Source: an optimization exercise on an open RTL-to-GDS flow (aim: small area and a short achievable clock period). Production flows keep margins and buffers that such runs may drop.
Only simulation tests tie the RTL to the original design; equivalence was not proved.
Power is estimated from default activity; no workload was simulated.

==> flow/design.v, too long to show whole: its modules and the start of the top module <==
// module engine_alu: 3124 lines
module engine_alu (
    input  wire        clk,
    input  wire        rst,        
    input  wire        a_we,       
    input  wire [63:0] a_wdata,
    input  wire        trig,       
    input  wire [4:0]  op,         
    input  wire [63:0] b,          
    output wire [63:0] res         
);
  // ...
==> flow/flow/run.sh <==
#!/bin/bash
# The standard layout, with two changes to how it is made (the constraints
# are the standard flow's own):
#  - timing repair aims below the clock period: repair_timing keeps working
#    until the setup slack is at least SETUP_SLACK_MARGIN;
#  - every input and output port still gets a buffer, but a plain buf_4
#    rather than the delay-cell buffer buffer_ports picks by default.
# standard.sh's output goes to standard_flow.log; ORFS keeps each step's
# log under orfs/logs/.
set -o pipefail
export SETUP_SLACK_MARGIN=6.8
export BUFFER_PORTS_ARGS="-buffer_cell sky130_fd_sc_hd__buf_4"
bash standard.sh > standard_flow.log 2>&1
==> flow/standard.sh <==
#!/bin/bash
# synth_recipe.tcl (not shown) runs the flow's synth.tcl, then flattens the netlist and writes it again
# the make line also repeats each setting of config.mk as NAME=value (left out here)
make -C /OpenROAD-flow-scripts/flow DESIGN_CONFIG=/design/flow/config.mk WORK_HOME=/design/flow/orfs CLKGATE_MAP_FILE= SYNTH_SCRIPT=/design/flow/synth_recipe.tcl "${@:-finish}"
==> flow/config.mk <==
export PLATFORM = sky130hd
export DESIGN_NAME = engine_alu
export DESIGN_NICKNAME = engine_alu
export VERILOG_FILES = /design/flow/design.v
export SDC_FILE = /design/flow/constraint.sdc
export NUM_CORES = 4
export LEC_CHECK = 0
export ABC_AREA = 1
export CAP_MARGIN = 20
export CORE_MARGIN = 2
export CORE_UTILIZATION = 40
export SLEW_MARGIN = 20
==> flow/constraint.sdc <==
create_clock -name core_clock -period 14.0 [get_ports {clk}]
set_input_delay 2.8000 -clock core_clock [delete_from_list [all_inputs] [get_ports {clk}]]
set_output_delay 2.8000 -clock core_clock [all_outputs]
set_load 0.01 [all_outputs]
==> flow_metrics.py, run 1 <==
metrics = {
    "timing": {
        "worst_slew_pin_slew_ns": 1.32,
        "finalCritPeriodShare_pct": 52.8,
        "fin_ws_ns": 6.60,
    },
    "setup_path": {
        "crit_chain": "buf_4 -> clkinv_2 -> buf_4 -> buf_4 -> xor2_1 -> fa_1 -> inv_1 -> fa_1 -> inv_1 -> fa_1 -> inv_1 -> fa_1 -> nand2_1 -> o211ai_1",
        "start_kind": "primary input",
        "critical_path_cell_count": 14,
        "path_buf_inv": 7,
    },
    "drt": {
        "vias_per_cell": 6.81,
        "drcViolationCount": 0,
        "route.met2.wl_mm": 167,
        "drt-pass1-iter-count": 10,
        "met1Wirelength_mm": 153,
    },
    "finish": {
        "final_cell_area_um2": 73400,
        "sh_seq_area_pct": 7.70,
        "design.seq.count": 277,
        "inv_count": 955,
        "antenna_cells": 25,
    },
    "yosys": {
        "synth_cells": 8855,
        "synth_edf_count": 0,
        "synth_area_leaders": "fa_1 (28%), xor2_1 (14%), o22ai_1 (10%), nand2_1 (9.0%), dfxtp_1 (8.5%)",
        "yosys.area.top_type_share_pct": 27.6,
        "netlist_area_um2": 65500,
    },
    "global_routing": {
        "grtUsageMet1_pct": 59.6,
        "gr-total-overflow": 0,
    },
    "power": {
        "p_leak_nw": 33.5,
        "powerDensity_nw_per_um2": 195,
    },
    "clocking": {
        "cts_tree": "done",
        "cts.htree.levels": 2,
        "root_buffer": "clkbuf_16",
        "cts_setup_buffers": 21,
    },
    "outcome": {
        "status": "no timing/DRC/antenna violations",
    },
    "placement": {
        "gp_congestion": 1.11,
    },
}
==> run 2: changes to the inputs <==
--- a/flow/flow/run.sh
+++ b/flow/flow/run.sh
@@ -10,3 +10,3 @@
 set -o pipefail
-export SETUP_SLACK_MARGIN=6.8
+export SETUP_SLACK_MARGIN=7.0
 export BUFFER_PORTS_ARGS="-buffer_cell sky130_fd_sc_hd__buf_4"
==> run 2 against run 1 <==
Still clean on timing, DRC and antenna. Clock skew up 0.00070 ns. Flip-flop and latch count unchanged. Worst setup slack better by 0.31 ns. Power down 4.0%. Global-route usage down 1.7 points. Register-to-register slack better by 0.38 ns. Via count up 0.81%. Largest cell class unchanged. Largest power group unchanged.
==> flow_metrics.py, run 2 <==
metrics = {
    "outcome": {
        "status": "no timing/DRC/antenna violations",
    },
    "setup_path": {
        "crit_arrival_ns": 4.28,
        "path_class": "flip-flop to output port",
        "worst_ep_required_time_ns": 11.20,
        "crit_path_end_kind": "output port",
        "start_kind": "flip-flop",
        "cp_max_fo": 4,
    },
    "floorplan": {
        "die_x_um": 409,
        "dieArea_um2": 167000,
        "start_util_pct": 40.3,
        "die_y_um": 409,
        "ioPinCount": 201,
        "core.rowCount": 148,
        "core_um2": 163000,
    },
    "placement": {
        "dpl_cell_area_um2": 68800,
        "hpwl_mm": 298,
        "gp_congestion": 1.10,
        "port_buffers": 200,
    },
    "yosys": {
        "yosys_register_bits": 277,
        "ys_seq_area_share_pct": 8.46,
        "synth_top_cell_by_area": "fa_1",
        "synth_cells": 8855,
        "ys_async_sr_fraction_pct": 0,
        "synth_edf_count": 0,
        "synth_commonest_cells": "nand2_1 (1576), o22ai_1 (1058), xor2_1 (1034)",
        "syn-num-nets": 10100,
        "synth_area_leaders": "fa_1 (28%), xor2_1 (14%), o22ai_1 (10%), nand2_1 (9.0%), dfxtp_1 (8.5%)",
        "yosys_warnings": 1,
        "synth-main-ff-cell": "dfxtp_1",
        "netlist_area_um2": 65500,
        "synth.most_common_cell": "nand2_1",
        "synthDistinctLibCells": 57,
        "yosys.area.top_type_share_pct": 27.6,
        "synth.avg_cell_area_um2": 7.40,
    },
    "clocking": {
        "cts.htree.levels": 2,
        "cts_tree": "done",
        "clock_path_buffers": 3,
        "cts_made_buffers": 42,
        "clk_pin_slew_worst_paths_ns": 0.07,
        "root_buffer": "clkbuf_16",
        "insertion_delay_ns": 0.69,
        "clock-sinks": 277,
        "cts_hold_buffers": 0,
    },
    "drt": {
        "vias_per_cell": 6.83,
        "wl_per_cell_um": 39.0,
        "drt-pass1-iter-count": 13,
        "drcViolationCount": 0,
        "wirelength_mm": 425,
        "drtIter0Drc": 12900,
        "via_count": 74600,
        "antenna_left": 0,
    },
    "job": {
        "drv_cap": 0,
    },
    "timing": {
        "slew_headroom_pct": 8.41,
        "rsz0062_at_grt": "true",
        "finalCritPeriodShare_pct": 50.6,
        "fmax_mhz": 141,
        "finClkSkew_ns": 0.0594,
        "worst_slew_pin_slew_ns": 1.37,
        "setup_viol": 0,
        "finalSetupTns_ns": 0,
        "maxSlewViolCount": 0,
        "final-hold-violation-count": 0,
        "period_minus_slack_ns": 7.08,
    },
    "power": {
        "p_leak_nw": 34.0,
        "powerDensity_nw_per_um2": 184,
        "peakVddDrop_v": 0.000182,
    },
    "finish": {
        "layout.nets": 9967,
        "area_growth_pct": 14.1,
        "drive_gt1_share_pct": 12.5,
        "register_area_um2": 5670,
        "final_cell_mix": "nand2_1 (1516), o22ai_1 (1047), xor2_1 (1033), fa_1 (870), inv_1 (844)",
        "fill_cells": 16300,
        "mostFrequentLayoutCell": "nand2_1",
        "largestRegisters": "a_q (64), r0 (64), r1 (64)",
        "final_cell_area_um2": 74700,
        "multiInputGateArea_um2": 55300,
    },
    "global_routing": {
        "grt_pass1_vias": 70000,
        "antenna_found_initial": 25,
        "gr-total-overflow": 0,
        "grt_usage_pct": 48.1,
        "grt_max_degree": 70,
        "grt_pass1_wl_mm": 565,
    },
    "min_path": {
        "hold_path_class": "flip-flop to flip-flop",
    },
}
[run 2: cell type report]
cell class | instances | share of cell area, %
multi-input cells | 6894 | 74.0
flip-flops and latches | 277 | 7.58
repair buffers | 510 | 7.37
inverters | 955 | 5.27
well taps | 2175 | 3.64
clock buffers | 54 | 1.53
clock inverters | 22 | 0.449
diodes | 30 | 0.100
repair inverters | 1 | 0.0117
[run 2: metrics by stage]
stage          power, mW  setup WS, ns  util (%)  hold slack, ns  cells
6_report            13.7          6.92      45.9           0.471  10900
2_1_floorplan       7.08          6.96         -           0.433   8855
5_1_grt             14.4          6.86      45.9           0.490  10900
3_5_place_dp        11.4          5.04      42.2           0.452  10700
3_3_place_gp        11.4          5.08      42.2           0.446  10700
4_1_cts             12.8          6.94      44.4           0.468  10800
[run 2: logic make-up after synthesis]
kind of cell / Yosys count / share of synthesized area, %
AO/OA/AOI/OAI: 1754 / 16.4
XOR/XNOR: 1076 / 14.4
adder cells (fa/ha/maj): 1149 / 32.3
buffers and inverters: 1690 / 9.94
flip-flops: 277 / 8.46
multiplexers: 1 / 0.0153
AND/OR/NAND/NOR: 2908 / 18.5
[run 2: worst paths after layout]
check,startpoint,end,depth (start not counted),slack (ns)
setup / recovery,r0[32],res[41],17,6.92
hold / removal,a_q[52],a_q[52],2,0.47
setup reg to reg,a_zero,r1[44],15,8.34
hold reg to reg,a_q[52],a_q[52],2,0.47
[run 2: critical path, cell delays in order, from the launching register on]
cell,delay (ns)
dfxtp_4,0.43
fa_1,0.55
inv_2,0.04
fa_1,0.53
inv_2,0.06
ha_4,0.26
a21o_1,0.23
a21oi_2,0.20
buf_4,0.16
o21ai_4,0.08
a21oi_4,0.19
nand3_4,0.14
a21o_1,0.21
a21oi_1,0.14
o21ai_1,0.09
nand2_1,0.09
inv_2,0.08
buf_6,0.12
[run 2: per-layer routing]
layer | vias to the layer above | GRT usage (%) | part of all wire [%]
li1 | 28800 | - | -
met3 | 2400 | 27.4 | 18
met5 | - | 6.18 | 0.39
met4 | 44 | 36.2 | 11
met2 | 7626 | 64.4 | 37
met1 | 35700 | 55.6 | 33
[run 2: report_power, final]
| group | switching, mW | internal, mW |
|---|---|---|
| Sequential | 0.0770 | 0.842 |
| Combinational | 7.34 | 4.24 |
| Clock | 0.534 | 0.712 |
| Total | 7.95 | 5.80 |
[run 2: timing repair]
action                     CTS  global route
setup endpoints to repair  230           115
pin swaps                   31            58
gates resized for setup    471           394
buffers inserted            27            54
gates cloned                 8            20

what the ideal ports hide:
No port has a modelled driver above. Below, the same layouts with a new extraction and two added sets of constraints.
Step 1 sets driving cells, clkbuf_16 on the clock port and buf_2 on the other inputs (assumed; they add their load-dependent delay and slew).
Step 2 moves the port delays by t, midway between the first and last clock arrival at a register: inputs arrive t later, outputs are due t later. That takes back most of the time a late clock gives input paths.
a / b / c = ideal ports / drivers / drivers and shift; a / b = the first two.
| run | t, ns | setup WS [ns] | worst setup path at the end | clock arrival spread, ns | worst data-port slew with drivers (ns) |
|---|---|---|---|---|---|
| run 1 | 0.726 | 6.604 / 6.615 / 5.889 | input to register | 0.058 / 0.059 | 0.17 |
| run 2 | 0.728 | 6.916 / 6.846 / 6.118 | input to register | 0.059 / 0.060 | 0.18 |
After both steps setup and hold are still met in every run listed. The setup slack of run 2, which loses most, moves by -0.070 ns with the drivers and by -0.798 ns with both steps.
